What follows belongs to an exercise in optimizing a design on an open flow for small area, a short achievable clock period and few clock cycles; a production flow would make more cautious choices. No run shown here included a check of the RTL's function; only the layout flow was run.

File: flow/design.v
module aes_sbox (input wire [7:0] a, output wire [7:0] y);
    wire U0=a[7],U1=a[6],U2=a[5],U3=a[4],U4=a[3],U5=a[2],U6=a[1],U7=a[0];
    wire T1, T2, T3, T4, T5, T6, T7, T8, T9, T10, T11, T12, T13, T14, T15, T16, T17, T18, T19, T20, T21, T22, T23, T24, T25, T26, T27, D, M1, M2, M3, M4, M5, M6, M7, M8, M9, M10, M11, M12, M13, M14, M15, M16, M17, M18, M19, M20, M21, M22, M23, M24, M25, M26, M27, M28, M29, M30, M31, M32, M33, M34, M35, M36, M37, M38, M39, M40, M41, M42, M43, M44, M45, M46, M47, M48, M49, M50, M51, M52, M53, M54, M55, M56, M57, M58, M59, M60, M61, M62, M63, L0, L1, L2, L3, L4, L5, L6, L7, L8, L9, L10, L11, L12, L13, L14, L15, L16, L17, L18, L19, L20, L21, L22, L23, L24, L25, L26, L27, L28, L29;
    wire S0,S1,S2,S3,S4,S5,S6,S7;
    assign T1 = U0 ^ U3;
    assign T2 = U0 ^ U5;
    assign T3 = U0 ^ U6;
    assign T4 = U3 ^ U5;
    assign T5 = U4 ^ U6;
    assign T6 = T1 ^ T5;
    assign T7 = U1 ^ U2;
    assign T8 = U7 ^ T6;
    assign T9 = U7 ^ T7;
    assign T10 = T6 ^ T7;
    assign T11 = U1 ^ U5;
    assign T12 = U2 ^ U5;
    assign T13 = T3 ^ T4;
    assign T14 = T6 ^ T11;
    assign T15 = T5 ^ T11;
    assign T16 = T5 ^ T12;
    assign T17 = T9 ^ T16;
    assign T18 = U3 ^ U7;
    assign T19 = T7 ^ T18;
    assign T20 = T1 ^ T19;
    assign T21 = U6 ^ U7;
    assign T22 = T7 ^ T21;
    assign T23 = T2 ^ T22;
    assign T24 = T2 ^ T10;
    assign T25 = T20 ^ T17;
    assign T26 = T3 ^ T16;
    assign T27 = T1 ^ T12;
    assign D = U7;
    assign M1 = T13 & T6;
    assign M2 = T23 & T8;
    assign M3 = T14 ^ M1;
    assign M4 = T19 & D;
    assign M5 = M4 ^ M1;
    assign M6 = T3 & T16;
    assign M7 = T22 & T9;
    assign M8 = T26 ^ M6;
    assign M9 = T20 & T17;
    assign M10 = M9 ^ M6;
    assign M11 = T1 & T15;
    assign M12 = T4 & T27;
    assign M13 = M12 ^ M11;
    assign M14 = T2 & T10;
    assign M15 = M14 ^ M11;
    assign M16 = M3 ^ M2;
    assign M17 = M5 ^ T24;
    assign M18 = M8 ^ M7;
    assign M19 = M10 ^ M15;
    assign M20 = M16 ^ M13;
    assign M21 = M17 ^ M15;
    assign M22 = M18 ^ M13;
    assign M23 = M19 ^ T25;
    assign M24 = M22 ^ M23;
    assign M25 = M22 & M20;
    assign M26 = M21 ^ M25;
    assign M27 = M20 ^ M21;
    assign M28 = M23 ^ M25;
    assign M29 = M28 & M27;
    assign M30 = M26 & M24;
    assign M31 = M20 & M23;
    assign M32 = M27 & M31;
    assign M33 = M27 ^ M25;
    assign M34 = M21 & M22;
    assign M35 = M24 & M34;
    assign M36 = M24 ^ M25;
    assign M37 = M21 ^ M29;
    assign M38 = M32 ^ M33;
    assign M39 = M23 ^ M30;
    assign M40 = M35 ^ M36;
    assign M41 = M38 ^ M40;
    assign M42 = M37 ^ M39;
    assign M43 = M37 ^ M38;
    assign M44 = M39 ^ M40;
    assign M45 = M42 ^ M41;
    assign M46 = M44 & T6;
    assign M47 = M40 & T8;
    assign M48 = M39 & D;
    assign M49 = M43 & T16;
    assign M50 = M38 & T9;
    assign M51 = M37 & T17;
    assign M52 = M42 & T15;
    assign M53 = M45 & T27;
    assign M54 = M41 & T10;
    assign M55 = M44 & T13;
    assign M56 = M40 & T23;
    assign M57 = M39 & T19;
    assign M58 = M43 & T3;
    assign M59 = M38 & T22;
    assign M60 = M37 & T20;
    assign M61 = M42 & T1;
    assign M62 = M45 & T4;
    assign M63 = M41 & T2;
    assign L0 = M61 ^ M62;
    assign L1 = M50 ^ M56;
    assign L2 = M46 ^ M48;
    assign L3 = M47 ^ M55;
    assign L4 = M54 ^ M58;
    assign L5 = M49 ^ M61;
    assign L6 = M62 ^ L5;
    assign L7 = M46 ^ L3;
    assign L8 = M51 ^ M59;
    assign L9 = M52 ^ M53;
    assign L10 = M53 ^ L4;
    assign L11 = M60 ^ L2;
    assign L12 = M48 ^ M51;
    assign L13 = M50 ^ L0;
    assign L14 = M52 ^ M61;
    assign L15 = M55 ^ L1;
    assign L16 = M56 ^ L0;
    assign L17 = M57 ^ L1;
    assign L18 = M58 ^ L8;
    assign L19 = M63 ^ L4;
    assign L20 = L0 ^ L1;
    assign L21 = L1 ^ L7;
    assign L22 = L3 ^ L12;
    assign L23 = L18 ^ L2;
    assign L24 = L15 ^ L9;
    assign L25 = L6 ^ L10;
    assign L26 = L7 ^ L9;
    assign L27 = L8 ^ L10;
    assign L28 = L11 ^ L14;
    assign L29 = L11 ^ L17;
    assign S0 = L6 ^ L24;
    assign S1 = ~(L16 ^ L26);
    assign S2 = ~(L19 ^ L28);
    assign S3 = L6 ^ L21;
    assign S4 = L20 ^ L22;
    assign S5 = L25 ^ L29;
    assign S6 = ~(L13 ^ L27);
    assign S7 = ~(L6 ^ L23);
    assign y = {S0,S1,S2,S3,S4,S5,S6,S7};
endmodule
module aes_gf16_mul (input wire [3:0] a, input wire [3:0] b, output wire [3:0] y);
    wire [6:0] p = ({7{b[0]}} & {3'b000, a}) ^ ({7{b[1]}} & {2'b00, a, 1'b0}) ^
                   ({7{b[2]}} & {1'b0, a, 2'b00}) ^ ({7{b[3]}} & {a, 3'b000});
    assign y = {p[3] ^ p[4] ^ p[5] ^ p[6], p[2] ^ p[6], p[1] ^ p[5] ^ p[6], p[0] ^ p[4] ^ p[5] ^ p[6]};
endmodule
module aes_sb_f1 (input wire [7:0] a, input wire dec, output wire [11:0] y);
    wire [7:0] te, td, t;
    assign te[0] = a[0] ^ a[1] ^ a[2] ^ a[6] ^ a[7];
    assign te[1] = a[1] ^ a[2] ^ a[5] ^ a[6] ^ a[7];
    assign te[2] = a[2] ^ a[5];
    assign te[3] = a[3];
    assign te[4] = a[4] ^ a[6] ^ a[7];
    assign te[5] = a[2] ^ a[3];
    assign te[6] = a[1] ^ a[2] ^ a[3] ^ a[4] ^ a[5] ^ a[6];
    assign te[7] = a[1] ^ a[4] ^ a[6] ^ a[7];
    assign td[0] = a[2];
    assign td[1] = ~(a[2] ^ a[4] ^ a[5]);
    assign td[2] = ~(a[1] ^ a[2]);
    assign td[3] = a[0] ^ a[2] ^ a[5];
    assign td[4] = a[0] ^ a[4] ^ a[5];
    assign td[5] = ~(a[0] ^ a[1] ^ a[2] ^ a[4] ^ a[5] ^ a[7]);
    assign td[6] = ~(a[0] ^ a[3]);
    assign td[7] = a[3] ^ a[4] ^ a[5] ^ a[6];
    assign t = dec ? td : te;
    wire [3:0] ah = t[7:4], al = t[3:0];
    wire [3:0] sl = {ah[0] ^ ah[1], ah[2] ^ ah[3], ah[1] ^ ah[2], ah[1] ^ ah[2] ^ ah[3]};    
    wire [3:0] sq = {al[2] ^ al[3], al[1] ^ al[3], al[3], al[0] ^ al[2] ^ al[3]};    
    wire [3:0] m;
    aes_gf16_mul u_m (.a(ah), .b(al), .y(m));
    assign y = {ah, ah ^ al, sl ^ m ^ sq};
endmodule
module aes_sb_f2 (input wire [11:0] a, output wire [7:0] y);
    wire [3:0] d = a[3:0];
    reg [3:0] di;
    always @(*) begin
        case (d)
            4'd0: di = 4'd0;
            4'd1: di = 4'd1;
            4'd2: di = 4'd12;
            4'd3: di = 4'd8;
            4'd4: di = 4'd6;
            4'd5: di = 4'd15;
            4'd6: di = 4'd4;
            4'd7: di = 4'd14;
            4'd8: di = 4'd3;
            4'd9: di = 4'd13;
            4'd10: di = 4'd11;
            4'd11: di = 4'd10;
            4'd12: di = 4'd2;
            4'd13: di = 4'd9;
            4'd14: di = 4'd7;
            4'd15: di = 4'd5;
        endcase
    end
    wire [3:0] ih, il;
    aes_gf16_mul u_h (.a(a[11:8]), .b(di), .y(ih));
    aes_gf16_mul u_l (.a(a[7:4]), .b(di), .y(il));
    assign y = {ih, il};
endmodule
module aes_sb_back (input wire [7:0] a, input wire dec, output wire [7:0] y);
    wire [7:0] ye, yd;
    assign ye[0] = ~(a[0] ^ a[1] ^ a[4]);
    assign ye[1] = ~(a[0] ^ a[2]);
    assign ye[2] = a[0];
    assign ye[3] = a[0] ^ a[1] ^ a[4] ^ a[6];
    assign ye[4] = a[0] ^ a[3] ^ a[4];
    assign ye[5] = ~(a[1] ^ a[3] ^ a[4]);
    assign ye[6] = ~(a[4] ^ a[6] ^ a[7]);
    assign ye[7] = a[2] ^ a[4] ^ a[5];
    assign yd[0] = a[0] ^ a[1] ^ a[2] ^ a[3] ^ a[5];
    assign yd[1] = a[4] ^ a[7];
    assign yd[2] = a[3] ^ a[5];
    assign yd[3] = a[3];
    assign yd[4] = a[1] ^ a[2] ^ a[7];
    assign yd[5] = a[2] ^ a[3] ^ a[5];
    assign yd[6] = a[1] ^ a[3] ^ a[4] ^ a[6];
    assign yd[7] = a[2] ^ a[3] ^ a[6] ^ a[7];
    assign y = dec ? yd : ye;
endmodule
module aes_mixcol (
    input  wire [31:0] a,
    output wire [31:0] y
);
    function [7:0] xt;
        input [7:0] b;
        xt = {b[6:0], 1'b0} ^ (b[7] ? 8'h1b : 8'h00);
    endfunction
    wire [7:0] a0 = a[7:0];
    wire [7:0] a1 = a[15:8];
    wire [7:0] a2 = a[23:16];
    wire [7:0] a3 = a[31:24];
    assign y[7:0]   = xt(a0) ^ (xt(a1) ^ a1) ^ a2 ^ a3;
    assign y[15:8]  = a0 ^ xt(a1) ^ (xt(a2) ^ a2) ^ a3;
    assign y[23:16] = a0 ^ a1 ^ xt(a2) ^ (xt(a3) ^ a3);
    assign y[31:24] = (xt(a0) ^ a0) ^ a1 ^ a2 ^ xt(a3);
endmodule
module aes_inv_mixcol (
    input  wire [31:0] a,
    output wire [31:0] y
);
    function [7:0] xt;
        input [7:0] b;
        xt = {b[6:0], 1'b0} ^ (b[7] ? 8'h1b : 8'h00);
    endfunction
    function [7:0] m9;
        input [7:0] b;
        m9 = xt(xt(xt(b))) ^ b;
    endfunction
    function [7:0] mb;
        input [7:0] b;
        mb = xt(xt(xt(b))) ^ xt(b) ^ b;
    endfunction
    function [7:0] md;
        input [7:0] b;
        md = xt(xt(xt(b))) ^ xt(xt(b)) ^ b;
    endfunction
    function [7:0] me;
        input [7:0] b;
        me = xt(xt(xt(b))) ^ xt(xt(b)) ^ xt(b);
    endfunction
    wire [7:0] a0 = a[7:0];
    wire [7:0] a1 = a[15:8];
    wire [7:0] a2 = a[23:16];
    wire [7:0] a3 = a[31:24];
    assign y[7:0]   = me(a0) ^ mb(a1) ^ md(a2) ^ m9(a3);
    assign y[15:8]  = m9(a0) ^ me(a1) ^ mb(a2) ^ md(a3);
    assign y[23:16] = md(a0) ^ m9(a1) ^ me(a2) ^ mb(a3);
    assign y[31:24] = mb(a0) ^ md(a1) ^ m9(a2) ^ me(a3);
endmodule
module press_aes (
    input  wire         clk,
    input  wire         rst,         
    input  wire         key_valid,
    output wire         key_ready,
    input  wire [1:0]   key_len,     
    input  wire [255:0] key,
    input  wire         in_valid,
    output wire         in_ready,
    input  wire         in_dec,      
    input  wire [127:0] in_data,
    output wire         out_valid,
    input  wire         out_ready,
    output wire [127:0] out_data
);
    reg         key_ok;      
    reg [1:0]   klen;        
    reg         f_raw;       
    reg         f_end;       
    reg [255:0] kst;
    reg [1:0]   ib_n;        
    reg         ib0_dec, ib1_dec;
    reg [127:0] ib0, ib1;    
    reg         st_v, st_dec;
    reg [127:0] st;          
    reg         r1_v, r1_dec, r1_last;
    reg [191:0] r1;          
    reg         r2_v, r2_dec, r2_last;
    reg [127:0] r2;          
    reg         ovalid;
    reg [127:0] obuf;
    reg         in_rdy, key_rdy;
    reg         eact;        
    reg         econv;       
    reg [5:0]   ecyc;
    reg [1:0]   eph;         
    reg         edir;        
    reg [1:0]   elen;        
    reg [3:0]   q;           
    reg [255:0] kw;
    reg         kpend;       
    reg [31:0]  sreg;        
    reg         srot;        
    reg [7:0]   srcon;
    reg [31:0]  tw;          
    wire [3:0] enr  = (elen == 2'd0) ? 4'd10 : (elen == 2'd1) ? 4'd12 : 4'd14;
    wire [5:0] e3nr = (elen == 2'd0) ? 6'd30 : (elen == 2'd1) ? 6'd36 : 6'd42;
    wire [5:0] e2nr = {1'b0, enr, 1'b0};
    wire [5:0] eend = econv ? e2nr : e3nr;
    wire stall = r2_v && r2_last && ovalid && !out_ready;
    wire e_free  = !eact ? !(r2_v && r2_last && ovalid) :
                           (!econv && ecyc == e3nr && !ovalid);
    wire ib_any  = (ib_n != 2'd0);
    wire admit_x = ib_any && (ib0_dec == f_end) && e_free;
    wire conv_go = ib_any && (ib0_dec != f_end) && !eact && !stall;
    wire admit_n = ib_any && eact && !econv && (ecyc == 6'd1 || ecyc == 6'd2) &&
                   (ib0_dec == edir) && !stall;
    wire pop     = admit_x || admit_n;
    wire start   = admit_x || conv_go;
    wire e_load  = eact && (ecyc == 6'd2) && !stall;
    wire e_step  = eact && !stall &&
                   (econv ? (!ecyc[0] && ecyc >= 6'd4) : (eph == 2'd2 && ecyc >= 6'd5 && ecyc < e3nr));
    wire e_lstep = econv ? (ecyc == e2nr) : (ecyc == e3nr - 6'd1);
    wire e_cend  = econv && e_step && e_lstep;
    assign in_ready  = in_rdy;
    assign key_ready = key_rdy;
    assign out_valid = ovalid;
    assign out_data  = obuf;
    wire key_go = key_valid && key_ready;
    wire blk_go = in_valid && in_ready;
    function [2:0] f_tpos;
        input [3:0] qq;
        input [1:0] len;
        input       dir;
        reg   [3:0] q3;
        begin
            q3 = qq % 4'd3;
            if (len == 2'd1)
                f_tpos = (q3 == 4'd1) ? (dir ? 3'd3 : 3'd0) :
                         (q3 == 4'd2) ? (dir ? 3'd1 : 3'd2) : 3'd4;
            else
                f_tpos = dir ? 3'd3 : 3'd0;
        end
    endfunction
    function f_trot;
        input [3:0] qq;
        input [1:0] len;
        input       dir;
        begin
            f_trot = (len == 2'd2) ? (dir ? qq[0] : !qq[0]) : 1'b1;
        end
    endfunction
    function [7:0] f_rcon;
        input [3:0] qq;
        input [1:0] len;
        input       dir;
        reg   [5:0] i;       
        reg   [5:0] q6;
        begin
            q6 = {2'b00, qq};
            case (len)
                2'd0: i = dir ? q6 : q6 + 6'd2;
                2'd1: i = dir ? ((q6 % 6'd3 == 6'd1) ? (q6 * 6'd2 + 6'd1) / 6'd3 : (q6 * 6'd2 + 6'd2) / 6'd3)
                              : ((q6 % 6'd3 == 6'd1) ? (q6 * 6'd2 + 6'd4) / 6'd3 : (q6 * 6'd2 + 6'd5) / 6'd3);
                default: i = dir ? (q6 + 6'd1) >> 1 : (q6 >> 1) + 6'd1;
            endcase
            if (!f_trot(qq, len, dir)) i = 6'd0;
            case (i)
                6'd1: f_rcon = 8'h01;  6'd2: f_rcon = 8'h02;  6'd3: f_rcon = 8'h04;
                6'd4: f_rcon = 8'h08;  6'd5: f_rcon = 8'h10;  6'd6: f_rcon = 8'h20;
                6'd7: f_rcon = 8'h40;  6'd8: f_rcon = 8'h80;  6'd9: f_rcon = 8'h1b;
                6'd10: f_rcon = 8'h36;
                default: f_rcon = 8'h00;
            endcase
        end
    endfunction
    function [31:0] f_src;
        input [255:0] w;
        input [3:0]   qq;
        input [1:0]   len;
        input         dir;
        reg   [2:0]   tp;
        begin
            tp = f_tpos(qq, len, dir);
            if (!dir) begin
                if (len == 2'd1 && tp == 3'd2) f_src = w[95:64] ^ w[127:96] ^ w[255:224];
                else f_src = w[255:224];
            end else begin
                if (len == 2'd0) f_src = w[255:224] ^ w[223:192];
                else if (len == 2'd1 && tp == 3'd1) f_src = w[255:224];
                else if (len == 2'd1) f_src = w[191:160];
                else f_src = w[255:224];
            end
        end
    endfunction
    wire [31:0] L0 = kw[31:0],    L1 = kw[63:32],   L2 = kw[95:64],   L3 = kw[127:96];
    wire [31:0] H0 = kw[159:128], H1 = kw[191:160], H2 = kw[223:192], H3 = kw[255:224];
    wire [2:0]  tpos = f_tpos(q, elen, edir);
    reg [31:0] fn0, fn1, fn2, fn3;
    always @(*) begin
        case (elen)
            2'd0: begin
                fn0 = H0 ^ tw;
                fn1 = H1 ^ fn0;
                fn2 = H2 ^ fn1;
                fn3 = H3 ^ fn2;
            end
            2'd1: begin
                fn0 = L2 ^ ((tpos == 3'd0) ? tw : H3);
                fn1 = L3 ^ fn0;
                fn2 = H0 ^ ((tpos == 3'd2) ? tw : fn1);
                fn3 = H1 ^ fn2;
            end
            default: begin
                fn0 = L0 ^ tw;
                fn1 = L1 ^ fn0;
                fn2 = L2 ^ fn1;
                fn3 = L3 ^ fn2;
            end
        endcase
    end
    reg [31:0] bo0, bo1, bo2, bo3;
    always @(*) begin
        case (elen)
            2'd0: begin
                bo0 = H3 ^ H2;
                bo1 = H2 ^ H1;
                bo2 = H1 ^ H0;
                bo3 = H0 ^ tw;
            end
            2'd1: begin
                bo0 = L1 ^ L0;
                bo1 = L0 ^ ((tpos == 3'd1) ? tw : H3);
                bo2 = H3 ^ H2;
                bo3 = H2 ^ ((tpos == 3'd3) ? tw : H1);
            end
            default: begin
                bo0 = L3 ^ L2;
                bo1 = L2 ^ L1;
                bo2 = L1 ^ L0;
                bo3 = L0 ^ tw;
            end
        endcase
    end
    wire [127:0] nw   = edir ? {bo0, bo1, bo2, bo3} : {fn3, fn2, fn1, fn0};
    wire [255:0] kw_n = {nw, kw[255:128]};
    wire [3:0]   q_n  = edir ? q - 4'd1 : q + 4'd1;
    wire [31:0] K0 = kst[31:0], K1 = kst[63:32], K2 = kst[95:64], K3 = kst[127:96];
    wire [31:0] K5 = kst[191:160];
    wire [31:0] a0 = K0 ^ tw;
    wire [31:0] a1 = K1 ^ a0;
    wire [31:0] a2 = K2 ^ a1;
    wire [31:0] a3 = K3 ^ a2;
    wire [255:0] kst_ld = !f_raw ? kst :
                          (klen == 2'd0) ? {a3, a2, a1, a0, kst[127:0]} :
                                           {a1, a0, kst[191:0]};
    wire [3:0]   q_0    = f_end ? (enr - 4'd1) : 4'd0;
    wire [31:0] sw_in = srot ? {sreg[7:0], sreg[31:8]} : sreg;
    wire [31:0] sw_out;
    aes_sbox u_ks0 (.a(sw_in[7:0]),   .y(sw_out[7:0]));
    aes_sbox u_ks1 (.a(sw_in[15:8]),  .y(sw_out[15:8]));
    aes_sbox u_ks2 (.a(sw_in[23:16]), .y(sw_out[23:16]));
    aes_sbox u_ks3 (.a(sw_in[31:24]), .y(sw_out[31:24]));
    always @(posedge clk)
        tw <= sw_out ^ {24'd0, srcon};
    always @(posedge clk) begin
        if (key_go) begin
            kst   <= key;
            klen  <= key_len;
            f_raw <= (key_len != 2'd2);
            f_end <= 1'b0;
        end else if (e_load) begin
            kst   <= kst_ld;
            f_raw <= 1'b0;
        end else if (e_cend) begin
            kst   <= {kw[255:128], nw};
            f_end <= !f_end;
        end
    end
    always @(posedge clk) begin
        if (e_load) begin
            kw <= kst_ld;
            q  <= q_0;
        end else if (e_step) begin
            kw <= kw_n;
            q  <= q_n;
        end
    end
    always @(posedge clk) begin
        if (rst) begin
            kpend <= 1'b0;
        end else if (e_load) begin
            kpend <= 1'b1;
            sreg  <= f_src(kst_ld, q_0, elen, edir);
            srot  <= f_trot(q_0, elen, edir);
            srcon <= f_rcon(q_0, elen, edir);
        end else if (e_step && !e_lstep) begin
            sreg  <= f_src(kw_n, q_n, elen, edir);
            srot  <= f_trot(q_n, elen, edir);
            srcon <= f_rcon(q_n, elen, edir);
        end else if (!stall && !(kpend && !e_step)) begin
            kpend <= 1'b0;
            sreg  <= (klen == 2'd0) ? K3 : K5;
            srot  <= 1'b1;
            srcon <= 8'h01;
        end
    end
    always @(posedge clk) begin
        if (rst) begin
            eact <= 1'b0;
        end else if (start) begin
            eact  <= 1'b1;
            econv <= conv_go;
            ecyc  <= 6'd1;
            eph   <= 2'd1;
            edir  <= f_end;
            elen  <= klen;
        end else if (eact && !stall) begin
            if (ecyc == eend)
                eact <= 1'b0;
            ecyc <= ecyc + 6'd1;
            eph  <= (eph == 2'd2) ? 2'd0 : eph + 2'd1;
        end
    end
    wire [191:0] f1_out;
    wire [127:0] f2_out, y;
    wire [127:0] e_sr, e_mc, d_sr, d_ak, d_mc;
    wire [127:0] rk = kw[255:128];
    genvar g;
    generate
        for (g = 0; g < 16; g = g + 1) begin : g_sbox
            aes_sb_f1   u_f1 (.a(st[8*g +: 8]),   .dec(st_dec), .y(f1_out[12*g +: 12]));
            aes_sb_f2   u_f2 (.a(r1[12*g +: 12]), .y(f2_out[8*g +: 8]));
            aes_sb_back u_b  (.a(r2[8*g +: 8]),   .dec(r2_dec), .y(y[8*g +: 8]));
        end
        for (g = 0; g < 16; g = g + 1) begin : g_shift
            assign e_sr[8*g +: 8] = y[8*((4*(((g/4) + (g%4)) % 4) + (g%4))) +: 8];
            assign d_sr[8*g +: 8] = y[8*((4*(((g/4) + 4 - (g%4)) % 4) + (g%4))) +: 8];
        end
        for (g = 0; g < 4; g = g + 1) begin : g_mix
            aes_mixcol     u_mc  (.a(e_sr[32*g +: 32]), .y(e_mc[32*g +: 32]));
            aes_inv_mixcol u_imc (.a(d_ak[32*g +: 32]), .y(d_mc[32*g +: 32]));
        end
    endgenerate
    assign d_ak = d_sr ^ rk;
    wire [127:0] f3_out  = r2_dec ? d_mc : (e_mc ^ rk);
    wire [127:0] fin_out = r2_dec ? d_ak : (e_sr ^ rk);
    always @(posedge clk) begin
        if (!stall) begin
            if (pop) begin
                st     <= ib0 ^ kst[127:0];
                st_dec <= ib0_dec;
            end else if (r2_v && !r2_last) begin
                st     <= f3_out;
                st_dec <= r2_dec;
            end
            r1      <= f1_out;
            r1_dec  <= st_dec;
            r1_last <= eact && !econv && (ecyc >= e3nr - 6'd2);
            r2      <= f2_out;
            r2_dec  <= r1_dec;
            r2_last <= r1_last;
        end
        if (r2_v && r2_last && !stall)
            obuf <= fin_out;
    end
    wire [1:0] ib_nn = ib_n + {1'b0, blk_go} - {1'b0, pop};
    always @(posedge clk) begin
        if (pop) begin
            ib0     <= (ib_n == 2'd2) ? ib1 : in_data;
            ib0_dec <= (ib_n == 2'd2) ? ib1_dec : in_dec;
            if (ib_n == 2'd2) begin
                ib1     <= in_data;
                ib1_dec <= in_dec;
            end
        end else if (blk_go) begin
            if (ib_n == 2'd0) begin
                ib0     <= in_data;
                ib0_dec <= in_dec;
            end else begin
                ib1     <= in_data;
                ib1_dec <= in_dec;
            end
        end
    end
    wire       n_key_ok = !rst && (key_ok || key_go);
    wire [1:0] n_ib_n   = rst ? 2'd0 : ib_nn;
    wire       n_eact   = !rst && (start || (eact && !(ecyc == eend && !stall)));
    wire [5:0] n_ecyc   = start ? 6'd1 : (eact && !stall) ? ecyc + 6'd1 : ecyc;
    always @(posedge clk) begin
        if (rst) begin
            key_ok <= 1'b0;
            ib_n   <= 2'd0;
            st_v   <= 1'b0;
            r1_v   <= 1'b0;
            r2_v   <= 1'b0;
            ovalid <= 1'b0;
        end else begin
            if (key_go)
                key_ok <= 1'b1;
            ib_n <= ib_nn;
            if (!stall) begin
                st_v <= pop || (r2_v && !r2_last);
                r1_v <= st_v;
                r2_v <= r1_v;
            end
            if (r2_v && r2_last && !stall)
                ovalid <= 1'b1;
            else if (out_ready)
                ovalid <= 1'b0;
        end
        in_rdy  <= n_key_ok && (n_ib_n != 2'd2);
        key_rdy <= (n_ib_n == 2'd0) && !(n_eact && (n_ecyc == 6'd1 || n_ecyc == 6'd2));
    end
endmodule
File: flow/config.mk
export PLATFORM = sky130hd
export DESIGN_NAME = press_aes
export DESIGN_NICKNAME = press_aes
export VERILOG_FILES = /design/flow/design.v
export SDC_FILE = /design/flow/constraint.sdc
export NUM_CORES = 8
export LEC_CHECK = 0
export ABC_CLOCK_PERIOD_IN_PS = 3500
export CAP_MARGIN = 20
export CORE_MARGIN = 2
export CORE_UTILIZATION = 45
export PLACE_DENSITY = 0.6
export SETUP_SLACK_MARGIN = 5
export SLEW_MARGIN = 20
File: flow/run.sh
#!/bin/bash
# synth_recipe.tcl (not shown) runs the flow's synth.tcl, then flattens the netlist and writes it again
# the make line also repeats each setting of config.mk as NAME=value (left out here)
make -C /OpenROAD-flow-scripts/flow DESIGN_CONFIG=/design/flow/config.mk WORK_HOME=/design/flow/orfs CLKGATE_MAP_FILE= SYNTH_SCRIPT=/design/flow/synth_recipe.tcl finish
File: flow/constraint.sdc
create_clock -name core_clock -period 12.0 [get_ports {clk}]
set_input_delay 2.4000 -clock core_clock [delete_from_list [all_inputs] [get_ports {clk}]]
set_output_delay 2.4000 -clock core_clock [all_outputs]
set_load 0.01 [all_outputs]
==> results of run 1 <==
## flip-flops by register name, indices dropped and copies added (netlist names), 4 cells and up
name / count
kst: 256
kw: 256
r1: 192
ib0: 128
ib1: 128
obuf: 128
r2: 128
st: 128
g_sbox.u_f2.u_h.b: 64
sreg: 32
tw: 32
srcon: 8
ecyc: 6
q: 4
## cell families after synthesis
kind of cell    after synthesis  synth area share (%)
xor+xnor                   4293                  30.2
simple gates               3536                  11.6
compound gates             2678                  13.1
flops                      1519                  35.4
buf+inv                    1233                  3.74
mux                         542                  4.53
fa+ha+maj                   139                  1.39
## per-stage QoR
step / hold slack (ps) / worst slack (ps) / instances
2_1_floorplan: 400 / 4530 / 13940
3_3_place_gp: 401 / 3310 / 17591
3_5_place_dp: 410 / 3430 / 17592
4_1_cts: 424 / 4930 / 17950
5_1_grt: 438 / 4470 / 17989
6_report: 422 / 4860 / 18012
## worst max-delay path: cells and delay by family, from the launching register on
| kind | cells | cell delay, ps |
|---|---|---|
| AOI/OAI and AO/OA | 12 | 2130 |
| xor gates and xnor gates | 4 | 510 |
| adders and majority gates | 8 | 1790 |
| buffers and inverters | 2 | 230 |
| DFF | 1 | 430 |
| and+or+nand+nor | 15 | 1750 |
## layer usage
| metal | part of all wire, % | GRT usage [%] |
|---|---|---|
| met5 | 0.10 | 0.827 |
| met4 | 10 | 31.4 |
| met2 | 41 | 55.0 |
| met1 | 37 | 46.9 |
| met3 | 12 | 11.7 |
## final cells by class
cell class	count	area, µm²
antenna	34	85.1
clock buffer	228	4840
clock inverter	104	1290
fill	26443	136000
inverter	268	1040
multi-input combinational	11190	77500
sequential	1519	44500
tap	3724	4660
timing repair buffer	945	8680
## worst max path at each step
stage	startpoint	endpoint	slack, ps	depth (start not counted)
3_5_place_dp	edir	srcon[4]	3430	39
6_report	edir	srcon[4]	4860	41
4_1_cts	edir	srcon[4]	4930	41
5_1_grt	edir	srcon[4]	4470	39
3_3_place_gp	edir	srcon[4]	3310	39
2_1_floorplan	out_ready	kst[128]	4530	10
## cell usage in the layout (no fill, tap or decap), types with 35 or more instances in the layout
cell and instances:
edfxtp_1 1411, xor2_1 1349, xnor2_2 37, o22ai_1 95, a221oi_1 77, mux2_2 179
nor2b_1 84, a21oi_1 760, dfxtp_1 108, o21ai_0 799, ha_1 124, inv_1 254
o21ai_1 53, a211oi_1 142, clkbuf_16 184, nor3_1 103, a21boi_0 43, a221o_1 35
o21a_1 50, nor2_1 958, o221ai_1 70, clkbuf_1 37, buf_4 396, clkdlybuf4s50_1 522
o211ai_1 113, xnor2_1 2878, and3_1 46, a22oi_1 113, nand2_1 1953, a31oi_1 66
nand3_1 98, nand2b_1 116, mux2i_1 346
## repair_timing
item                       in CTS  in global routing
cloned                          2                  1
pin swaps                      18                 33
buffers inserted               24                 19
resized for setup              45                 52
setup endpoints to repair     170                182
hold endpoints to repair        0                  0
==> summary.txt, run 1 <==
* Synthesized cell area at 0.126 mm²
* First-pass GRT wire length at 773 mm
* Total Wirelength at 566 mm
* Placer Congestion at 1.06
* Ports at 523
* Syn. warnings at 4
* Worst EP arrival at 7730 ps
* ANT nets after route at 0
* Number of global-route vias before repair at 99468
* Rel. slew slack at -70.9%
* Top-area cell type share of the netlist area at 33.7%
* Die X at 533 µm
* Layout cells sized above 1 at 7.56%
* Initial antenna violation count at 62
* Iteration-0 DRC Markers at 15638
* Via density at 6.05
* R2r setup slk at 4860 ps
* Drt drc at 0
* Area Overhead vs Synth at 13.4%
* Core box area at 0.279 mm²
* CTS root buffer: clkbuf_16
* Layout check faults: capacitance limit, slew limit
* Total gr overflow at 0
* RSZ-0062 raised after global routing: true
* H-tree Lvls at 4
* TritonCTS clock tree: yes
* Dpl hpwl at 427 mm
* Setup crit end kind: register
* Final Skew at 74.8 ps
* Worst-skew pair later-pin latency at 930 ps
* Clk slew on worst S/H paths at 60 ps
* Setup TNS Final at 0 ps
* Cell area after layout at 0.143 mm²
* Hold-fix buffers, CTS at 0
* Placed cell area at 0.135 mm²
* CP peak stage delay at 430 ps
* Starting Density at 45.1%
* Synth cell count leaders: xnor2_1 (2897), nand2_1 (1963), edfxtp_1 (1411), xor2_1 (1358), nor2_1 (978)
* Syn avg cell area at 9.02 µm²
* Hold Crit Class: reg2reg
* Max-Cap Viols at 3
* Port Buffers at 522
* Worst r2r src: edir
* First-pass DRT Iterations at 9
* Count leader, synth: xnor2_1
* Via count at 108991
* Synth unique cells at 109
* Largest net degree at the start of global routing at 197
* Drt wl/cell at 31.4 µm
* Worst Hold Launch: r1_dec
* Cell row count at 194
* Overall Global Routing Usage at 38.3%
* Status: complete, but fails checks
* Fin crit period at 7140 ps
* FFs w/ async S/R, synth at 0%
* Seq/Total Area, Yosys at 35.4%
* Final Slew Violations at 11
* CP required at 12590 ps
* Syn Inst Count at 13940
* Fin. Hold Viols at 0
* Clk sinks at 1519
* Crit Path Class: reg2reg
* CP max stage cell: edfxtp_1
* Ranking of synthesized cells by area: edfxtp_1 (34%), xnor2_1 (20%), xor2_1 (9.5%)
* Highest clock rate at 140 MHz
* Clock Tree Buf Depth at 4
* Final setup vio count at 0
* Worst slew pin tran at 2540 ps
* R2r endpoint: srcon[4]
* Fin crit share at 59.5%
* Syn Nets at 14471
* Yosys reg bits at 1519
* Most common cell on crit path: ha_4
* Die area at 0.284 mm²
* Fin nets at 14636
* Setup crit start kind: register
* Hold EP: r2_dec
* Area leader, netlist: edfxtp_1
* Critical path fanouts, max at 6
* Final Util at 51.2%
* Hold path depth at 0
* Prevailing post-synth register cell: edfxtp_1
* Post-synth EDFFs at 1411
* Chip height at 533 µm
* CTS buffer count at 181
* Cell depth of the worst flop-to-flop path at 41
==> run 2, diff against run 1 <==
--- a/flow/design.v
+++ b/flow/design.v
@@ -285,11 +285,14 @@
     reg [1:0]   ib_n;        
     reg         ib0_dec, ib1_dec;
     reg [127:0] ib0, ib1;    
-    reg         st_v, st_dec;
+    reg         st_v;
+    reg [15:0]  st_dec;
     reg [127:0] st;          
-    reg         r1_v, r1_dec, r1_last;
+    reg         r1_v, r1_last;
+    reg [15:0]  r1_dec;
     reg [191:0] r1;          
-    reg         r2_v, r2_dec, r2_last;
+    reg         r2_v, r2_last;
+    reg [15:0]  r2_dec;
     reg [127:0] r2;          
     reg         ovalid;
     reg [127:0] obuf;
@@ -297,34 +300,36 @@
     reg         eact;        
     reg         econv;       
     reg [5:0]   ecyc;
-    reg [1:0]   eph;         
     reg         edir;        
     reg [1:0]   elen;        
-    reg [3:0]   q;           
-    reg [255:0] kw;
-    reg         kpend;       
+    reg [255:0] kw;          
+    reg [3:0]   srem;        
+    reg [1:0]   sdly;        
+    reg [1:0]   q3;          
+    reg         qodd;        
+    reg [7:0]   rc;          
+    reg [2:0]   tpos;        
     reg [31:0]  sreg;        
     reg         srot;        
     reg [7:0]   srcon;
     reg [31:0]  tw;          
     wire [3:0] enr  = (elen == 2'd0) ? 4'd10 : (elen == 2'd1) ? 4'd12 : 4'd14;
     wire [5:0] e3nr = (elen == 2'd0) ? 6'd30 : (elen == 2'd1) ? 6'd36 : 6'd42;
-    wire [5:0] e2nr = {1'b0, enr, 1'b0};
-    wire [5:0] eend = econv ? e2nr : e3nr;
-    wire stall = r2_v && r2_last && ovalid && !out_ready;
-    wire e_free  = !eact ? !(r2_v && r2_last && ovalid) :
-                           (!econv && ecyc == e3nr && !ovalid);
+    wire stall_arm = r2_v && r2_last && ovalid;
+    wire stall     = stall_arm && !out_ready;
+    wire e_free  = !eact ? !stall_arm : (!econv && ecyc == e3nr && !ovalid);
     wire ib_any  = (ib_n != 2'd0);
     wire admit_x = ib_any && (ib0_dec == f_end) && e_free;
     wire conv_go = ib_any && (ib0_dec != f_end) && !eact && !stall;
     wire admit_n = ib_any && eact && !econv && (ecyc == 6'd1 || ecyc == 6'd2) &&
-                   (ib0_dec == edir) && !stall;
-    wire pop     = admit_x || admit_n;
+                   (ib0_dec == edir);
+    wire pop_ns  = admit_x || admit_n;
+    wire pop     = admit_x || (admit_n && !stall);
     wire start   = admit_x || conv_go;
+    wire kpend   = (srem != 4'd0);
     wire e_load  = eact && (ecyc == 6'd2) && !stall;
-    wire e_step  = eact && !stall &&
-                   (econv ? (!ecyc[0] && ecyc >= 6'd4) : (eph == 2'd2 && ecyc >= 6'd5 && ecyc < e3nr));
-    wire e_lstep = econv ? (ecyc == e2nr) : (ecyc == e3nr - 6'd1);
+    wire e_step  = eact && kpend && (sdly == 2'd0) && !stall;
+    wire e_lstep = (srem == 4'd1);
     wire e_cend  = econv && e_step && e_lstep;
     assign in_ready  = in_rdy;
     assign key_ready = key_rdy;
@@ -333,59 +338,39 @@
     wire key_go = key_valid && key_ready;
     wire blk_go = in_valid && in_ready;
     function [2:0] f_tpos;
-        input [3:0] qq;
+        input [1:0] qq3;
         input [1:0] len;
         input       dir;
-        reg   [3:0] q3;
         begin
-            q3 = qq % 4'd3;
             if (len == 2'd1)
-                f_tpos = (q3 == 4'd1) ? (dir ? 3'd3 : 3'd0) :
-                         (q3 == 4'd2) ? (dir ? 3'd1 : 3'd2) : 3'd4;
+                f_tpos = (qq3 == 2'd1) ? (dir ? 3'd3 : 3'd0) :
+                         (qq3 == 2'd2) ? (dir ? 3'd1 : 3'd2) : 3'd4;
             else
                 f_tpos = dir ? 3'd3 : 3'd0;
         end
     endfunction
     function f_trot;
-        input [3:0] qq;
+        input       qq1;
         input [1:0] len;
         input       dir;
         begin
-            f_trot = (len == 2'd2) ? (dir ? qq[0] : !qq[0]) : 1'b1;
+            f_trot = (len == 2'd2) ? (dir ? qq1 : !qq1) : 1'b1;
         end
     endfunction
-    function [7:0] f_rcon;
-        input [3:0] qq;
-        input [1:0] len;
+    function [7:0] f_rcmul;
+        input [7:0] r;
         input       dir;
-        reg   [5:0] i;       
-        reg   [5:0] q6;
         begin
-            q6 = {2'b00, qq};
-            case (len)
-                2'd0: i = dir ? q6 : q6 + 6'd2;
-                2'd1: i = dir ? ((q6 % 6'd3 == 6'd1) ? (q6 * 6'd2 + 6'd1) / 6'd3 : (q6 * 6'd2 + 6'd2) / 6'd3)
-                              : ((q6 % 6'd3 == 6'd1) ? (q6 * 6'd2 + 6'd4) / 6'd3 : (q6 * 6'd2 + 6'd5) / 6'd3);
-                default: i = dir ? (q6 + 6'd1) >> 1 : (q6 >> 1) + 6'd1;
-            endcase
-            if (!f_trot(qq, len, dir)) i = 6'd0;
-            case (i)
-                6'd1: f_rcon = 8'h01;  6'd2: f_rcon = 8'h02;  6'd3: f_rcon = 8'h04;
-                6'd4: f_rcon = 8'h08;  6'd5: f_rcon = 8'h10;  6'd6: f_rcon = 8'h20;
-                6'd7: f_rcon = 8'h40;  6'd8: f_rcon = 8'h80;  6'd9: f_rcon = 8'h1b;
-                6'd10: f_rcon = 8'h36;
-                default: f_rcon = 8'h00;
-            endcase
+            f_rcmul = dir ? ({1'b0, r[7:1]} ^ (r[0] ? 8'h8d : 8'h00)) :
+                            ({r[6:0], 1'b0} ^ (r[7] ? 8'h1b : 8'h00));
         end
     endfunction
     function [31:0] f_src;
         input [255:0] w;
-        input [3:0]   qq;
+        input [2:0]   tp;
         input [1:0]   len;
         input         dir;
-        reg   [2:0]   tp;
         begin
-            tp = f_tpos(qq, len, dir);
             if (!dir) begin
                 if (len == 2'd1 && tp == 3'd2) f_src = w[95:64] ^ w[127:96] ^ w[255:224];
                 else f_src = w[255:224];
@@ -399,7 +384,6 @@
     endfunction
     wire [31:0] L0 = kw[31:0],    L1 = kw[63:32],   L2 = kw[95:64],   L3 = kw[127:96];
     wire [31:0] H0 = kw[159:128], H1 = kw[191:160], H2 = kw[223:192], H3 = kw[255:224];
-    wire [2:0]  tpos = f_tpos(q, elen, edir);
     reg [31:0] fn0, fn1, fn2, fn3;
     always @(*) begin
         case (elen)
@@ -448,7 +432,11 @@
     end
     wire [127:0] nw   = edir ? {bo0, bo1, bo2, bo3} : {fn3, fn2, fn1, fn0};
     wire [255:0] kw_n = {nw, kw[255:128]};
-    wire [3:0]   q_n  = edir ? q - 4'd1 : q + 4'd1;
+    wire [1:0]   q3_n   = edir ? ((q3 == 2'd0) ? 2'd2 : q3 - 2'd1) : ((q3 == 2'd2) ? 2'd0 : q3 + 2'd1);
+    wire         qodd_n = !qodd;
+    wire [7:0]   rc_n   = (srot && tpos != 3'd4) ? f_rcmul(rc, edir) : rc;
+    wire [2:0]   tpos_n = f_tpos(q3_n, elen, edir);
+    wire         trot_n = f_trot(qodd_n, elen, edir);
     wire [31:0] K0 = kst[31:0], K1 = kst[63:32], K2 = kst[95:64], K3 = kst[127:96];
     wire [31:0] K5 = kst[191:160];
     wire [31:0] a0 = K0 ^ tw;
@@ -458,7 +446,12 @@
     wire [255:0] kst_ld = !f_raw ? kst :
                           (klen == 2'd0) ? {a3, a2, a1, a0, kst[127:0]} :
                                            {a1, a0, kst[191:0]};
-    wire [3:0]   q_0    = f_end ? (enr - 4'd1) : 4'd0;
+    wire [1:0]   q3_0   = !f_end ? 2'd0 : (elen == 2'd1) ? 2'd2 : (elen == 2'd2) ? 2'd1 : 2'd0;
+    wire         qodd_0 = f_end;
+    wire [7:0]   rc_0   = !f_end ? ((elen == 2'd2) ? 8'h01 : 8'h02) :
+                          (elen == 2'd0) ? 8'h1b : (elen == 2'd1) ? 8'h80 : 8'h40;
+    wire [2:0]   tpos_0 = f_tpos(q3_0, elen, f_end);
+    wire         trot_0 = f_trot(qodd_0, elen, f_end);
     wire [31:0] sw_in = srot ? {sreg[7:0], sreg[31:8]} : sreg;
     wire [31:0] sw_out;
     aes_sbox u_ks0 (.a(sw_in[7:0]),   .y(sw_out[7:0]));
@@ -482,31 +475,48 @@
         end
     end
     always @(posedge clk) begin
-        if (e_load) begin
+        if (e_load)
             kw <= kst_ld;
-            q  <= q_0;
-        end else if (e_step) begin
+        else if (e_step)
             kw <= kw_n;
-            q  <= q_n;
-        end
     end
     always @(posedge clk) begin
         if (rst) begin
-            kpend <= 1'b0;
+            srem <= 4'd0;
         end else if (e_load) begin
-            kpend <= 1'b1;
-            sreg  <= f_src(kst_ld, q_0, elen, edir);
-            srot  <= f_trot(q_0, elen, edir);
-            srcon <= f_rcon(q_0, elen, edir);
-        end else if (e_step && !e_lstep) begin
-            sreg  <= f_src(kw_n, q_n, elen, edir);
-            srot  <= f_trot(q_n, elen, edir);
-            srcon <= f_rcon(q_n, elen, edir);
-        end else if (!stall && !(kpend && !e_step)) begin
-            kpend <= 1'b0;
-            sreg  <= (klen == 2'd0) ? K3 : K5;
-            srot  <= 1'b1;
-            srcon <= 8'h01;
+            srem  <= enr - 4'd1;
+            sdly  <= econv ? 2'd1 : 2'd2;
+            q3    <= q3_0;
+            qodd  <= qodd_0;
+            rc    <= rc_0;
+            tpos  <= tpos_0;
+            sreg  <= f_src(kst_ld, tpos_0, elen, f_end);
+            srot  <= trot_0;
+            srcon <= trot_0 ? rc_0 : 8'h00;
+        end else if (e_step) begin
+            srem  <= srem - 4'd1;
+            sdly  <= econv ? 2'd1 : 2'd2;
+            q3    <= q3_n;
+            qodd  <= qodd_n;
+            rc    <= rc_n;
+            tpos  <= tpos_n;
+            if (!e_lstep) begin
+                sreg  <= f_src(kw_n, tpos_n, elen, edir);
+                srot  <= trot_n;
+                srcon <= trot_n ? rc_n : 8'h00;
+            end else begin
+                sreg  <= (klen == 2'd0) ? K3 : K5;
+                srot  <= 1'b1;
+                srcon <= 8'h01;
+            end
+        end else if (!stall) begin
+            if (kpend) begin
+                sdly <= sdly - 2'd1;
+            end else begin
+                sreg  <= (klen == 2'd0) ? K3 : K5;
+                srot  <= 1'b1;
+                srcon <= 8'h01;
+            end
         end
     end
     always @(posedge clk) begin
@@ -516,14 +526,12 @@
             eact  <= 1'b1;
             econv <= conv_go;
             ecyc  <= 6'd1;
-            eph   <= 2'd1;
             edir  <= f_end;
             elen  <= klen;
         end else if (eact && !stall) begin
-            if (ecyc == eend)
+            if (econv ? e_cend : (ecyc == e3nr))
                 eact <= 1'b0;
             ecyc <= ecyc + 6'd1;
-            eph  <= (eph == 2'd2) ? 2'd0 : eph + 2'd1;
         end
     end
     wire [191:0] f1_out;
@@ -533,9 +541,9 @@
     genvar g;
     generate
         for (g = 0; g < 16; g = g + 1) begin : g_sbox
-            aes_sb_f1   u_f1 (.a(st[8*g +: 8]),   .dec(st_dec), .y(f1_out[12*g +: 12]));
+            aes_sb_f1   u_f1 (.a(st[8*g +: 8]),   .dec(st_dec[g]), .y(f1_out[12*g +: 12]));
             aes_sb_f2   u_f2 (.a(r1[12*g +: 12]), .y(f2_out[8*g +: 8]));
-            aes_sb_back u_b  (.a(r2[8*g +: 8]),   .dec(r2_dec), .y(y[8*g +: 8]));
+            aes_sb_back u_b  (.a(r2[8*g +: 8]),   .dec(r2_dec[g]), .y(y[8*g +: 8]));
         end
         for (g = 0; g < 16; g = g + 1) begin : g_shift
             assign e_sr[8*g +: 8] = y[8*((4*(((g/4) + (g%4)) % 4) + (g%4))) +: 8];
@@ -547,14 +555,19 @@
         end
     endgenerate
     assign d_ak = d_sr ^ rk;
-    wire [127:0] f3_out  = r2_dec ? d_mc : (e_mc ^ rk);
-    wire [127:0] fin_out = r2_dec ? d_ak : (e_sr ^ rk);
+    wire [127:0] f3_out, fin_out;
+    generate
+        for (g = 0; g < 16; g = g + 1) begin : g_out
+            assign f3_out[8*g +: 8]  = r2_dec[g] ? d_mc[8*g +: 8] : (e_mc[8*g +: 8] ^ rk[8*g +: 8]);
+            assign fin_out[8*g +: 8] = r2_dec[g] ? d_ak[8*g +: 8] : (e_sr[8*g +: 8] ^ rk[8*g +: 8]);
+        end
+    endgenerate
     always @(posedge clk) begin
         if (!stall) begin
-            if (pop) begin
+            if (pop_ns) begin
                 st     <= ib0 ^ kst[127:0];
-                st_dec <= ib0_dec;
-            end else if (r2_v && !r2_last) begin
+                st_dec <= {16{ib0_dec}};
+            end else begin
                 st     <= f3_out;
                 st_dec <= r2_dec;
             end
@@ -589,7 +602,7 @@
     end
     wire       n_key_ok = !rst && (key_ok || key_go);
     wire [1:0] n_ib_n   = rst ? 2'd0 : ib_nn;
-    wire       n_eact   = !rst && (start || (eact && !(ecyc == eend && !stall)));
+    wire       n_eact   = !rst && (start || (eact && !(!stall && (econv ? e_cend : (ecyc == e3nr)))));
     wire [5:0] n_ecyc   = start ? 6'd1 : (eact && !stall) ? ecyc + 6'd1 : ecyc;
     always @(posedge clk) begin
         if (rst) begin
==> flow/flow/run.sh (new file) <==
#!/bin/bash
set -euo pipefail
bash standard.sh SETUP_SLACK_MARGIN=7 finish > flow.log 2>&1
==> flow/standard.sh (new file) <==
#!/bin/bash
# synth_recipe.tcl (not shown) runs the flow's synth.tcl, then flattens the netlist and writes it again
# the make line also repeats each setting of config.mk as NAME=value (left out here)
make -C /OpenROAD-flow-scripts/flow DESIGN_CONFIG=/design/flow/config.mk WORK_HOME=/design/flow/orfs CLKGATE_MAP_FILE= SYNTH_SCRIPT=/design/flow/synth_recipe.tcl "${@:-finish}"
removed: flow/run.sh
==> run 2 against run 1 <==
The run now finishes clean. Synthesized cell count shrank 1.8%. Clock-buffer cell count grew 5. Sequential cell count grew 58. Final cell count shrank 1.3%. Maximum frequency grew 38%. Clock skew grew 21 ps. Register-to-register slack gained 2000 ps. Synthesized area grew 0.21%. Sequential share of layout area grew 1.0 points. Critical path type unchanged.
==> summary.txt, run 2 <==
* Status: complete, no violations
* Hold Crit Class: reg2reg
* Final Slew Violations at 0 (-11)
* Cell row count at 194 (unchanged)
* Placer Congestion at 1.07 (+1.6%)
* Via count at 104834 (-3.8%)
* RSZ-0062 raised after global routing: true
* Cell depth of the worst flop-to-flop path at 16 (-61%)
* Crit Path Class: reg2reg
* Layout cells sized above 1 at 8.37% (+0.81 points)
* Synth cell count leaders: xnor2_1 (2900), nand2_1 (1909), edfxtp_1 (1466), xor2_1 (1334), nor2_1 (1053)
* Ports at 523 (unchanged)
* Port Buffers at 522 (unchanged)
* CTS root buffer: clkbuf_16
* Worst setup startpoint: elen[0]
* Clock Tree Buf Depth at 4 (unchanged)
* Worst EP arrival at 5770 ps (-1960 ps)
* Chip height at 533 µm (+0.11%)
* Top-area cell type share of the netlist area at 34.9% (+1.2 points)
* Setup TNS Final at 0 ps (unchanged)
* Clk sinks at 1577 (+3.8%)
* Drt wl/cell at 29.6 µm (-5.6%)
* Area leader, netlist: edfxtp_1
* Starting Density at 45.2% (+0.057 points)
* Initial antenna violation count at 42 (-32%)
* Fin crit share at 43.1% (-16 points)
* Synth unique cells at 99 (-9.2%)
* Dpl hpwl at 390 mm (-8.8%)
* Die area at 0.284 mm² (+0.21%)
* Largest net degree at the start of global routing at 165 (-16%)
* Number of global-route vias before repair at 95753 (-3.7%)
* Final Skew at 96.0 ps (+21.2 ps)
* Worst slew pin tran at 1230 ps (-1320 ps)
* Prevailing post-synth register cell: edfxtp_1
* Critical path fanouts, max at 155 (+149)
* Post-synth EDFFs at 1466 (+3.9%)
* Overall Global Routing Usage at 35.6% (-2.7 points)
* Total Wirelength at 527 mm (-6.9%)
* Hold-fix buffers, CTS at 0 (unchanged)
* Highest clock rate at 193 MHz (+38%)
* Die X at 533 µm (+0.11%)
* CP required at 12590 ps (about the same)
* Drt drc at 0 (unchanged)
* Syn avg cell area at 9.21 µm² (+2.0%)
* Worst-skew pair later-pin latency at 940 ps (about the same)
* First-pass GRT wire length at 726 mm (-6.1%)
* Clk slew on worst S/H paths at 60 ps (about the same)
* ANT nets after route at 0 (unchanged)
* Worst setup endpoint: st[20]
* WL met2 at 211 mm (-8.9%)
* Seq/Total Area, Yosys at 36.7% (+1.3 points)
* M1 WL at 201 mm (-3.2%)
* Placed cell area at 0.136 mm² (+0.16%)
* Syn Inst Count at 13693 (-1.8%)
* Max-Cap Viols at 0 (-3)
* R2r endpoint: st[20]
* Core box area at 0.279 mm² (about the same)
* R2r setup slk at 6820 ps (+1970 ps)
* Met3 routed WL at 65.9 mm (-2.5%)
* Cell area after layout at 0.143 mm² (+0.52%)
* Iteration-0 DRC Markers at 14871 (-4.9%)
* Top flop regs: kst x256, kw x256, r1 x192
* Total gr overflow at 0 (unchanged)
* TritonCTS clock tree: yes
* Syn. warnings at 4 (unchanged)
* First-pass DRT Iterations at 7 (-2)
* Yosys reg bits at 1577 (+3.8%)
* Synthesized cell area at 0.126 mm² (+0.21%)
* Most common cell after layout, fill and taps aside: xnor2_1
* Area Overhead vs Synth at 13.7%
* Via density at 5.90 (-2.5%)
* Fin crit period at 5180 ps (-1970 ps)
* Setup crit end kind: register
* Setup crit start kind: register
* Ranking of synthesized cells by area: edfxtp_1 (35%), xnor2_1 (20%), xor2_1 (9.3%)
* Top Layer Used: met5
* FFs w/ async S/R, synth at 0% (unchanged)
* Most frequent cells in the layout: xnor2_1 (2846), nand2_1 (1900), edfxtp_1 (1466)
* Fin nets at 14366 (-1.8%)
* Final setup vio count at 0 (unchanged)
* Rel. slew slack at 17.7% (+89 points)
* Worst r2r src: elen[0]
* Syn Nets at 14177 (-2.0%)
* CTS buffer count at 187 (+3.3%)
* Final Util at 51.4% (+0.22 points)
* Count leader, synth: xnor2_1
* H-tree Lvls at 4 (unchanged)
* Fin. Hold Viols at 0 (unchanged)
## run 2: cell types whose count changed in the layout (fill, tap and decap cells not counted), sizes merged, moves of 29 or more
cell,before,now
and2,25,54
edfxtp,1411,1466
nand2,1963,1910
nor2,978,1054
o21ai,856,785
mux2i,360,426
nor3,107,147
nand3,100,61
a211oi,144,113
a21boi,44,13
ha,138,92
and3,47,16
a21oi,768,669
or2,16,47
## run 2: cell families (layout without fill, tap and decap cells)
logic type,after synthesis,count (layout),share of synthesized area [%]
muxes,636,636,5.49
and+or+nand+nor,3507,3509,11.4
buffers and inverters,1204,1545,3.66
other,0,16,0
adders and majority gates,93,93,0.921
AOI/OAI and AO/OA,2384,2384,11.5
xor gates and xnor gates,4292,4292,30.3
DFF,1577,1577,36.7
## run 2: worst max-delay path, cell delays in order, from the launching register on
cell and delay (ps):
edfxtp_1 380, clkbuf_16 340, inv_4 240, nand2_4 280, inv_4 100, ha_1 290
nand2_1 60, nor4_1 220, nand3_1 200, nor2_1 130, o221ai_1 100, inv_1 140
a31oi_4 40, buf_6 240, buf_12 270, nor2_1 1150, a21oi_1 70
## run 2: worst min path at each step
| stage | depth (start not counted) | slack, ps | startpoint | to |
|---|---|---|---|---|
| after global placement | 0 | 400 | r1_dec[1] | r2_dec[1] |
| final | 0 | 400 | r1_dec[10] | r2_dec[10] |
| after floorplan | 0 | 400 | r1_dec[0] | r2_dec[0] |
| after detailed placement | 0 | 400 | r1_dec[11] | r2_dec[11] |
| after global routing | 0 | 420 | r1_dec[6] | r2_dec[6] |
| after CTS | 0 | 420 | r1_dec[11] | r2_dec[11] |
## run 2: layout make-up
type                            instances  area (µm²)
Antenna cell                           16        40.0
Sequential cell                      1577       46200
Tap cell                             3724        4660
Clock buffer                          233        4950
Clock inverter                        110        1040
Timing Repair Buffer                  951        9070
Timing Repair inverter                  2        13.8
Inverter                              249         988
Multi-Input combinational cell      10914       76400
Fill cell                           25722      136000
## run 2: what timing repair did
action / in CTS / in global routing
endpoints found under the hold margin: 0 / 0
pin swaps: 14 / 17
gates cloned: 6 / 5
setup endpoints to repair: 917 / 578
buffers inserted: 32 / 24
gates resized for setup: 98 / 84
## run 2: per-stage QoR
stage	hold slack (ps)	std cells	worst slack, ps
floorplan	400	13693	4450
global placement	401	17350	5080
detailed placement	405	17350	4990
CTS	418	17731	6970
global route	421	17764	6760
finish	404	17776	6820
## run 2: routing by layer
metal,vias to the layer above,GRT usage (%)
li1,46832,-
met1,50212,46.1
met2,6321,49.9
met3,1427,10.3
met4,42,26.8
met5,-,0
==> run 3, diff against run 2 <==
==> flow/flow/run.sh (replaced) <==
#!/bin/bash
set -euo pipefail
bash standard.sh SETUP_SLACK_MARGIN=8 finish > flow.log 2>&1
==> run 3 against run 2 <==
Die area unchanged. Final cell count increased by 2.8%. Synthesized cell count unchanged. Critical endpoint is now tw[14].
==> summary.txt, run 3 <==
* CTS buffer count at 189 (+1.1%)
* Clock Tree Buf Depth at 4 (unchanged)
* Core box area at 0.279 mm² (unchanged)
* Hold-fix buffers, CTS at 0 (unchanged)
* Pre-CTS setup slack at 4600 ps (-392 ps)
* Setup TNS Final at 0 ps (unchanged)
* FFs w/ async S/R, synth at 0% (unchanged)
* CTS root buffer: clkbuf_16
* Top flop regs: kst x256, kw x256, r1 x192
* Setup crit end kind: register
* RSZ-0062 raised after global routing: true
* Highest clock rate at 220 MHz (+14%)
* Total gr overflow at 0 (unchanged)
* Total Wirelength at 567 mm (+7.6%)
* ANT nets after route at 0 (unchanged)
* Syn avg cell area at 9.21 µm² (unchanged)
* Fin crit share at 37.8% (-5.3 points)
* Storage cell area at 0.0462 mm² (about the same)
* Via count at 109544 (+4.5%)
* M1 WL at 209 mm (+4.3%)
* Critical path fanouts, max at 7 (-95%)
* Worst EP arrival at 5320 ps (-450 ps)
* Final Slew Violations at 0 (unchanged)
* Chip height at 533 µm (unchanged)
* Status: complete, no violations
* Clk slew on worst S/H paths at 70 ps (about the same)
* Fillers at 24602 (-4.4%)
* Largest net degree at the start of global routing at 142 (-14%)
* Number of global-route vias before repair at 99295 (+3.7%)
* Max-Cap Viols at 0 (unchanged)
* Worst-skew pair later-pin latency at 980 ps (+40 ps)
* Crit Path Class: reg2reg
* Iteration-0 DRC Markers at 15463 (+4.0%)
* Fin nets at 14858 (+3.4%)
* Syn Nets at 14177 (unchanged)
* Most frequent cells in the layout: xnor2_1 (2662), nand2_1 (1875), edfxtp_1 (1466)
* Prevailing post-synth register cell: edfxtp_1
* Die area at 0.284 mm² (unchanged)
* Overall Global Routing Usage at 37.8% (+2.3 points)
* Top Layer Used: met5
* Die X at 533 µm (unchanged)
* Via density at 5.99 (+1.6%)
* First-pass GRT wire length at 765 mm (+5.5%)
* Final worst setup slack at 7460 ps (+640 ps)
* Post-synth EDFFs at 1466 (unchanged)
* Synth unique cells at 99 (unchanged)
* H-tree Lvls at 4 (unchanged)
* Final setup vio count at 0 (unchanged)
* Area used by multi-input combinational logic at 0.0810 mm² (+6.1%)
* Area leader, netlist: edfxtp_1
* TritonCTS clock tree: yes
* Yosys reg bits at 1577 (unchanged)
* Drt wl/cell at 31.0 µm (+4.7%)
* Top-area cell type share of the netlist area at 34.9% (unchanged)
* Ports at 523 (unchanged)
* Fin. Hold Viols at 0 (unchanged)
* Clk sinks at 1577 (unchanged)
* Count leader, synth: xnor2_1
* Ranking of synthesized cells by area: edfxtp_1 (35%), xnor2_1 (20%), xor2_1 (9.3%)
* WL met2 at 225 mm (+6.7%)
* Met3 routed WL at 73.3 mm (+11%)
* Most common cell after layout, fill and taps aside: xnor2_1
* Dpl hpwl at 392 mm (+0.71%)
* Port Buffers at 522 (unchanged)
* Initial antenna violation count at 50 (+19%)
* Setup crit start kind: register
* Seq/Total Area, Yosys at 36.7% (unchanged)
* Drt drc at 0 (unchanged)
* WHS at 419 ps (+14.7 ps)
* Layout cells sized above 1 at 15.1% (+6.7 points)
* Area Overhead vs Synth at 22.0%
* Final Skew at 137 ps (+40.6 ps)
* Final Util at 55.2% (+3.7 points)
* Syn. warnings at 4 (unchanged)
* Starting Density at 45.2% (unchanged)
* Fin crit period at 4540 ps (-640 ps)
* Synth cell count leaders: xnor2_1 (2900), nand2_1 (1909), edfxtp_1 (1466), xor2_1 (1334), nor2_1 (1053)
* First-pass DRT Iterations at 7 (unchanged)
* Cell row count at 194 (unchanged)
* CP required at 12780 ps (+190 ps)
* Rel. slew slack at 5.01% (-13 points)
* Placer Congestion at 1.05 (-2.3%)
* Hold Crit Class: reg2reg
* Worst slew pin tran at 1410 ps (+188 ps)
* Synthesized cell area at 0.126 mm² (unchanged)
* Syn Inst Count at 13693 (unchanged)
[run 3: layout make-up]
| type | instances | area share [%] |
|---|---|---|
| inverters | 249 | 0.705 |
| repair inverters | 11 | 0.0634 |
| flip-flops and latches | 1577 | 30.1 |
| repair buffers | 1423 | 9.24 |
| multi-input cells | 10923 | 52.6 |
| clock buffers | 228 | 3.25 |
| diodes | 24 | 0.0390 |
| well taps | 3724 | 3.03 |
| clock inverters | 120 | 0.973 |
[run 3: cell families after synthesis]
kind of cell / count (synthesis) / synth area share [%]
adder cells (fa/ha/maj): 93 / 0.921
multiplexers: 636 / 5.49
AO/OA/AOI/OAI: 2384 / 11.5
buffers and inverters: 1204 / 3.66
flip-flops: 1577 / 36.7
AND/OR/NAND/NOR: 3507 / 11.4
XOR/XNOR: 4292 / 30.3
[run 3: worst paths after layout]
kind	slack, ps	end	cells after the start	start
min	420	r2_dec[14]	0	r1_dec[14]
max	7460	tw[14]	19	sreg[11]
min reg2reg	420	r2_dec[14]	0	r1_dec[14]
max reg2reg	7460	tw[14]	19	sreg[11]
[run 3: through the flow]
step                std cells  cell area, µm²
global placement        17342          135000
CTS                     18087          150000
finish                  18279          154000
detailed placement      17342          136000
floorplan               13693          126000
global route            18258          154000
[run 3: critical path: stages, from the launching register on]
cell	delay, ps
edfxtp_1	750
xor2_4	220
mux2_4	350
xnor2_2	210
xor2_1	220
inv_1	100
ha_4	230
xor2_2	170
xnor2_1	140
buf_4	150
xnor2_2	130
buf_6	160
xnor3_1	270
buf_4	160
buf_6	110
o31ai_4	180
a21oi_2	110
xnor2_2	250
xnor2_2	110
xnor2_2	340
[run 3: per-layer routing]
metal / global-route usage (%) / vias up
li1: - / 47820
met1: 47.7 / 52624
met2: 52.6 / 7265
met3: 12.1 / 1813
met4: 31.2 / 22
met5: 0 / -
[run 3: repair_timing]
action                     4_1_cts  5_1_grt
pin swaps                      197      144
gates cloned                    59       19
setup endpoints to repair     2422      892
buffers inserted               338      149
gates resized for setup        932      371

## afterwards: timing with drivers on the ports
The flow's constraints put no driver on any port. The routed layouts listed below were extracted and timed again, unchanged, in two steps. Step 1 (the two cells are an assumption about what drives the block):
set clk [get_ports {clk}]
set_driving_cell -lib_cell sky130_fd_sc_hd__clkbuf_16 $clk
set_driving_cell -lib_cell sky130_fd_sc_hd__buf_2 [delete_from_list [all_inputs] $clk]
Step 2 times the ports against the registers' clock, not the clock port: input delays grow and output delays shrink by t, the midpoint of the rising clock arrivals with the driver on. Three values: ideal, step 1, step 2; two values: the first two.
run	t (ns)	setup slack, ns	worst setup path after step 2	slew at the worst register clock pin (ns)	cell pins on the clock port's net
run 1	1.006	4.856 / 4.856 / 4.182	input to register	0.07 / 0.07	1
run 2	1.010	6.823 / 6.823 / 6.070	input to register	0.08 / 0.08	1
run 3	1.032	7.464 / 7.464 / 7.042	input to register	0.08 / 0.08	1
The setup slack of run 2, which loses most, moves by 0.000 ns with the drivers and by -0.753 ns with both steps.
